This is an optimization exercise on Yosys and OpenROAD, whose aim is small area, a short achievable clock period and few clock cycles per item, not a production implementation. Only simulation tests tie the RTL to the original design; equivalence was not proved.

### design/flow/run.sh
#!/bin/bash
# synth_recipe.tcl (not shown) runs the flow's synth.tcl, then flattens the netlist and writes it again
# the make line also repeats each setting of config.mk as NAME=value (left out here)
make -C /OpenROAD-flow-scripts/flow DESIGN_CONFIG=/design/flow/config.mk WORK_HOME=/design/flow/orfs CLKGATE_MAP_FILE= SYNTH_SCRIPT=/design/flow/synth_recipe.tcl finish
### design/flow/config.mk
export PLATFORM = sky130hd
export DESIGN_NAME = aes_cmac256
export DESIGN_NICKNAME = aes_cmac256
export VERILOG_FILES = /design/flow/design.v
export SDC_FILE = /design/flow/constraint.sdc
export NUM_CORES = 4
export LEC_CHECK = 0
export CAP_MARGIN = 20
export CELL_PAD_IN_SITES_DETAIL_PLACEMENT = 1
export CELL_PAD_IN_SITES_GLOBAL_PLACEMENT = 2
export CORE_MARGIN = 2
export CORE_UTILIZATION = 30
export SLEW_MARGIN = 20
### design/flow/constraint.sdc
create_clock -name core_clock -period 9.0 [get_ports {clk}]
set_input_delay 1.8000 -clock core_clock [delete_from_list [all_inputs] [get_ports {clk}]]
set_output_delay 1.8000 -clock core_clock [all_outputs]
set_load 0.01 [all_outputs]
### design/flow/design.v
module aes_sbox (
  input  wire [7:0] a,
  output wire [7:0] y
);
  function automatic [3:0] gf4_mul(input [3:0] p, input [3:0] q);
    reg [6:0] r;
    begin
      r = ({3'b0, p} & {7{q[0]}}) ^ ({2'b0, p, 1'b0} & {7{q[1]}}) ^
          ({1'b0, p, 2'b0} & {7{q[2]}}) ^ ({p, 3'b0} & {7{q[3]}});
      if (r[6]) r = r ^ 7'b1001100;
      if (r[5]) r = r ^ 7'b0100110;
      if (r[4]) r = r ^ 7'b0010011;
      gf4_mul = r[3:0];
    end
  endfunction
  function automatic [3:0] gf4_sq(input [3:0] p);
    gf4_sq = gf4_mul(p, p);
  endfunction
  function automatic [3:0] gf4_mul8(input [3:0] p);    
    gf4_mul8 = gf4_mul(p, 4'h8);
  endfunction
  function automatic [3:0] gf4_inv(input [3:0] p);
    case (p)
      4'h0: gf4_inv = 4'h0;
      4'h1: gf4_inv = 4'h1;
      4'h2: gf4_inv = 4'h9;
      4'h3: gf4_inv = 4'he;
      4'h4: gf4_inv = 4'hd;
      4'h5: gf4_inv = 4'hb;
      4'h6: gf4_inv = 4'h7;
      4'h7: gf4_inv = 4'h6;
      4'h8: gf4_inv = 4'hf;
      4'h9: gf4_inv = 4'h2;
      4'ha: gf4_inv = 4'hc;
      4'hb: gf4_inv = 4'h5;
      4'hc: gf4_inv = 4'ha;
      4'hd: gf4_inv = 4'h4;
      4'he: gf4_inv = 4'h3;
      4'hf: gf4_inv = 4'h8;
      default: gf4_inv = 4'h0;
    endcase
  endfunction
  reg [7:0] t, u, o;
  reg [3:0] ah, al, d, di;
  always @(*) begin
    t[0] = a[0] ^ a[5] ^ a[7];
    t[1] = a[2];
    t[2] = a[2] ^ a[3] ^ a[4] ^ a[5] ^ a[6] ^ a[7];
    t[3] = a[3] ^ a[4];
    t[4] = a[4] ^ a[5] ^ a[6];
    t[5] = a[1] ^ a[4] ^ a[6] ^ a[7];
    t[6] = a[2] ^ a[3] ^ a[5] ^ a[7];
    t[7] = a[5] ^ a[7];
    ah = t[7:4];
    al = t[3:0];
    d  = gf4_mul8(gf4_sq(ah)) ^ gf4_mul(ah, al) ^ gf4_sq(al);
    di = gf4_inv(d);
    u  = {gf4_mul(ah, di), gf4_mul(ah ^ al, di)};
    o[0] = u[0] ^ u[2] ^ u[6];
    o[1] = u[0] ^ u[1] ^ u[2] ^ u[3] ^ u[4] ^ u[5];
    o[2] = u[0] ^ u[3] ^ u[5] ^ u[6];
    o[3] = u[0] ^ u[2] ^ u[5];
    o[4] = u[0] ^ u[1] ^ u[3] ^ u[4] ^ u[5];
    o[5] = u[1] ^ u[2] ^ u[3] ^ u[5] ^ u[6] ^ u[7];
    o[6] = u[4] ^ u[6] ^ u[7];
    o[7] = u[1] ^ u[2];
  end
  assign y = o ^ 8'h63;
endmodule
module aes_cmac256 (
  input  wire         clk,
  input  wire         rst,         
  output wire         in_ready,    
  input  wire         key_valid,
  input  wire [255:0] key,
  input  wire         blk_valid,
  input  wire [127:0] blk_data,
  input  wire         blk_last,
  input  wire [4:0]   blk_len,     
  output reg          tag_valid,
  output reg  [127:0] tag
);
  reg [255:0] key_r;      
  reg [127:0] k1;         
  reg [127:0] chain;      
  reg [127:0] st;         
  reg [255:0] kw;         
  reg [3:0]   rnd;        
  reg         busy;
  reg         is_sub;     
  reg         is_last;    
  assign in_ready = !busy;
  function automatic [127:0] dbl(input [127:0] x);
    dbl = {x[126:0], 1'b0} ^ (x[127] ? 128'h87 : 128'h0);
  endfunction
  function automatic [7:0] xtime(input [7:0] b);
    xtime = {b[6:0], 1'b0} ^ (b[7] ? 8'h1b : 8'h00);
  endfunction
  function automatic [31:0] mix_col(input [31:0] c);
    reg [7:0] a0, a1, a2, a3;
    begin
      a0 = c[31:24]; a1 = c[23:16]; a2 = c[15:8]; a3 = c[7:0];
      mix_col[31:24] = xtime(a0) ^ xtime(a1) ^ a1 ^ a2 ^ a3;
      mix_col[23:16] = a0 ^ xtime(a1) ^ xtime(a2) ^ a2 ^ a3;
      mix_col[15:8]  = a0 ^ a1 ^ xtime(a2) ^ xtime(a3) ^ a3;
      mix_col[7:0]   = xtime(a0) ^ a0 ^ a1 ^ a2 ^ xtime(a3);
    end
  endfunction
  function automatic [127:0] pad_block(input [127:0] d, input [4:0] len);
    integer i;
    begin
      for (i = 0; i < 16; i = i + 1) begin
        if (i < len)
          pad_block[127-8*i -: 8] = d[127-8*i -: 8];
        else if (i == len)
          pad_block[127-8*i -: 8] = 8'h80;
        else
          pad_block[127-8*i -: 8] = 8'h00;
      end
    end
  endfunction
  wire [127:0] sb;
  genvar g;
  generate
    for (g = 0; g < 16; g = g + 1) begin : g_sbox
      aes_sbox u_sbox (.a(st[127-8*g -: 8]), .y(sb[127-8*g -: 8]));
    end
  endgenerate
  wire [127:0] sr;
  generate
    for (g = 0; g < 16; g = g + 1) begin : g_shift
      localparam integer R = g % 4;
      localparam integer C = g / 4;
      localparam integer SRC = R + 4 * ((C + R) % 4);
      assign sr[127-8*g -: 8] = sb[127-8*SRC -: 8];
    end
  endgenerate
  wire [127:0] mc = {mix_col(sr[127:96]), mix_col(sr[95:64]),
                     mix_col(sr[63:32]),  mix_col(sr[31:0])};
  wire         final_rnd = (rnd == 4'd14);
  wire [127:0] rnd_out   = (final_rnd ? sr : mc) ^ kw[127:0];
  wire [31:0] last_w = kw[31:0];
  wire        rot    = rnd[0];     
  wire [31:0] sub_in = rot ? {last_w[23:0], last_w[31:24]} : last_w;
  wire [31:0] sub_out;
  generate
    for (g = 0; g < 4; g = g + 1) begin : g_ksbox
      aes_sbox u_sbox (.a(sub_in[31-8*g -: 8]), .y(sub_out[31-8*g -: 8]));
    end
  endgenerate
  reg [7:0] rcon;
  always @(*) begin
    case (rnd)
      4'd1:  rcon = 8'h01;
      4'd3:  rcon = 8'h02;
      4'd5:  rcon = 8'h04;
      4'd7:  rcon = 8'h08;
      4'd9:  rcon = 8'h10;
      4'd11: rcon = 8'h20;
      4'd13: rcon = 8'h40;
      default: rcon = 8'h00;
    endcase
  end
  wire [31:0] t  = sub_out ^ {rot ? rcon : 8'h00, 24'h0};
  wire [31:0] n0 = kw[255:224] ^ t;
  wire [31:0] n1 = kw[223:192] ^ n0;
  wire [31:0] n2 = kw[191:160] ^ n1;
  wire [31:0] n3 = kw[159:128] ^ n2;
  wire [127:0] k2       = dbl(k1);
  wire         full_blk = (blk_len == 5'd16);
  wire [127:0] msg_blk  = !blk_last ? blk_data :
                          full_blk  ? blk_data ^ k1 :
                                      pad_block(blk_data, blk_len) ^ k2;
  always @(posedge clk) begin
    tag_valid <= 1'b0;
    if (rst) begin
      busy  <= 1'b0;
      chain <= 128'h0;
    end else if (!busy) begin
      if (key_valid) begin
        key_r  <= key;
        st     <= key[255:128];           
        kw     <= key;
        rnd    <= 4'd1;
        busy   <= 1'b1;
        is_sub <= 1'b1;
        chain  <= 128'h0;
      end else if (blk_valid) begin
        st      <= chain ^ msg_blk ^ key_r[255:128];
        kw      <= key_r;
        rnd     <= 4'd1;
        busy    <= 1'b1;
        is_sub  <= 1'b0;
        is_last <= blk_last;
      end
    end else begin
      st  <= rnd_out;
      kw  <= {kw[127:0], n0, n1, n2, n3};
      rnd <= rnd + 4'd1;
      if (final_rnd) begin
        busy <= 1'b0;
        if (is_sub) begin
          k1 <= dbl(rnd_out);
        end else if (is_last) begin
          tag       <= rnd_out;
          tag_valid <= 1'b1;
          chain     <= 128'h0;
        end else begin
          chain <= rnd_out;
        end
      end
    end
  end
endmodule
==> results.txt <==
## registers in the layout, summed over array words and instances, names as in the netlist
name       cells
busy           1
chain        128
is_last        1
is_sub         1
k1           128
key_r        256
kw           256
rnd            4
st           128
tag          128
tag_valid      1
## routing by layer
layer	GRT usage, %	wire (µm)	vias to the layer above
met5	0	131	-
met4	7.59	13700	20
met3	3.18	22900	413
met2	42.9	195000	2079
met1	39.5	206000	38977
li1	-	-	34323
## per-stage QoR
| step | std cells | instance area, µm² | utilization (%) | worst slack [ns] |
|---|---|---|---|---|
| 6_report | 14137 | 107000 | 35.2 | 0.458 |
| 5_1_grt | 14118 | 107000 | 35.2 | 0.00955 |
| 3_3_place_gp | 13849 | 103000 | 33.6 | 0.288 |
| 4_1_cts | 14109 | 107000 | 35.1 | 0.159 |
| 3_5_place_dp | 13850 | 103000 | 33.6 | 0.245 |
| 2_1_floorplan | 9457 | 92000 | - | -0.440 |
## Yosys cell counts, types with 66 or more instances
master	instances
a211oi_1	98
a21oi_1	331
a22o_1	139
a22oi_1	84
buf_2	102
clkbuf_1	338
dfxtp_1	130
edfxtp_1	902
ha_1	217
inv_1	171
mux2_2	80
mux2i_1	457
nand2_1	1040
nand2b_1	66
nand3_1	151
nor2_1	660
nor3_1	101
o211ai_1	79
o21a_1	106
o21ai_0	879
xnor2_1	1355
xnor2_2	72
xnor3_1	248
xor2_1	612
xor3_1	67
## cell type report
cell class	instances	area [µm²]	share of cell area, %
diodes	24	60.1	0.0559
well taps	4100	5130	4.78
multi-input cells	7708	59400	55.3
flip-flops and latches	1032	29700	27.6
clock inverters	65	701	0.652
inverters	205	777	0.723
repair buffers	809	7650	7.12
clock buffers	194	4030	3.75
## critical path: cells and delay by family, from the launching register on
| family | cells | cell delay (ns) |
|---|---|---|
| mux | 4 | 1.35 |
| compound gates | 2 | 0.74 |
| fa+ha+maj | 2 | 0.49 |
| simple gates | 1 | 0.07 |
| xor+xnor | 11 | 4.86 |
| buf+inv | 1 | 0.20 |
| flops | 1 | 0.66 |
## cell families after synthesis
group	share of synthesized area, %
multiplexers	6.31
flip-flops	32.3
XOR/XNOR	29.0
buffers and inverters	3.20
AO/OA/AOI/OAI	14.3
AND/OR/NAND/NOR	11.7
adder cells (fa/ha/maj)	3.22
## final timing paths
kind,slack (ns),to,start,cells after the start
worst max-delay path,0.46,st[9]$_DFFE_PP_,st[116]$_DFFE_PP_,21
worst min-delay path,0.45,chain[27]$_SDFFE_PP0P_,chain[27]$_SDFFE_PP0P_,2
worst max register to register,0.46,st[9]$_DFFE_PP_,st[116]$_DFFE_PP_,21
worst min register to register,0.45,chain[27]$_SDFFE_PP0P_,chain[27]$_SDFFE_PP0P_,2
## what timing repair did
action / in CTS / in global routing
gates resized for setup: 0 / 3
endpoints found under the setup margin: 0 / 18
setup buffers: 0 / 4
hold buffers: 0 / 0
==> impl_metrics.yaml <==
place:
  place.gp.congestion: 0.928
  place_hpwl_mm: 344
  portBuffers: 523
drt:
  vias_per_cell: 5.36
  antenna_left: 0
  wl_per_cell_um: 31.0
  drc: 0
  vias: 75812
  drt_iter0_drc: 6550
  first_pass_iters: 5
  drt_wl_total_mm: 438
sta:
  slew_headroom_pct: 9.47
  finalClockSkew_ns: 0.0718
  finalSetupViolCount: 0
  period_needed_ns: 8.54
  rsz0062_at_grt: "no"
  hold_viol: 0
  hold_slack_ns: 0.455
  drv_slew: 0
  fmax_ghz: 0.117
  min_period_over_period_pct: 94.9
  worstMarginPinSlew_ns: 1.34
  tns_ns: 0
logic_synthesis:
  synth_area_leader_cell: "edfxtp_1"
  synth_edf_count: 902
  synth-async-reset-ratio_pct: 0
  syn_area_um2: 91800
  mappedNetlistNets: 10068
  ys_seq_area_share_pct: 32.3
  synthTopCellsByArea: "edfxtp_1, xnor2_1, xnor3_1"
  ys_ff_latch: 1032
  yosys_warnings: 2
  synth_ff_type: "edfxtp_1"
  synth_top_area_share_pct: 29.5
  yosysUniqueCellTypes: 116
  netlist_instances: 9457
  syn_area_per_cell_um2: 9.71
clock_tree:
  numCtsBuffers: 145
  clock-root-buffer: "clkbuf_16"
  cts_buffer_depth: 4
  clk_latency_ns: 0.86
  cts_max_level: 4
  numClockSinks: 1032
  cts_tree: "built"
  clk_pin_slew_ns: 0.06
final_layout:
  final_common_cell: "xnor2_1"
  drive_gt1_share_pct: 8.50
  final_nets: 10512
  syn2layout_area_growth_pct: 17.0
  fill_cells: 34343
  final_cell_mix: "xnor2_1, nand2_1, edfxtp_1, o21ai_0, nor2_1"
worst_setup_path:
  slowest_stage: "xor3_1"
  cp_cell_sequence: "xor3_1 > xnor2_1 > ha_1 > xor2_1 > xnor2_1 > xor2_1 > xnor2_1 > inv_1 > ha_1 > mux2_2 > mux2i_2 > nor2_1 > mux2_2 > a221oi_2 > xnor3_1 > xnor2_2 > xnor2_1 > xnor3_1 > mux2i_1 > xor2_1 > o21a_1"
  crit_path_end_kind: "flip-flop"
  max_stage_delay_ns: 0.75
  crit_type: "flip-flop to flip-flop"
  crit_fanout: 13
  critical_path.most_common_cell: "xnor2_1"
  required_ns: 9.71
  start_kind: "flip-flop"
  arrival_ns: 9.25
run:
  cap_violations: 0
worst_hold_path:
  min_path_type: "flip-flop to flip-flop"
floorplan:
  io_pins: 524
  die_h_um: 557
  core_area_um2: 305000
  die_w_um: 557
  num_rows: 203
  dieArea_um2: 311000
  initial_core_util_pct: 30.1
grt:
  track_usage_pct: 27.4
  grt-ovfl-total: 0
  first_global_vias: 75786
  grt_pass1_wl_mm: 605
  grt_max_degree: 138
  antenna_found_initial: 57
outcome:
  outcome: "timing/DRC/antenna clean"
Testbench counts, summed over its fixed seeds: cycles 10,553, blocks 637.

[separate check: timing with driven ports]
In the flow no input, the clock included, has a driving cell. The finished layout below was timed again as built, in two steps. Step 1, drivers: a clkbuf_16 drives clk and a buf_2 each remaining input, both assumed. Step 2 times the ports against the registers' clock, not the clock port: input delays grow and output delays shrink by t, the midpoint of the rising clock arrivals with the driver on. Slacks: ideal ports / drivers / drivers and shift; pairs: ideal ports / drivers.
shift t [ns]: 0.939
setup WS [ns]: 0.458 / 0.458 / 0.458
worst setup path after step 2: register to register
pins driven straight from the clock port: 1
After both steps this run still meets setup and hold. The setup slack of this run moves by 0.000 ns with the drivers and by 0.000 ns with both steps.
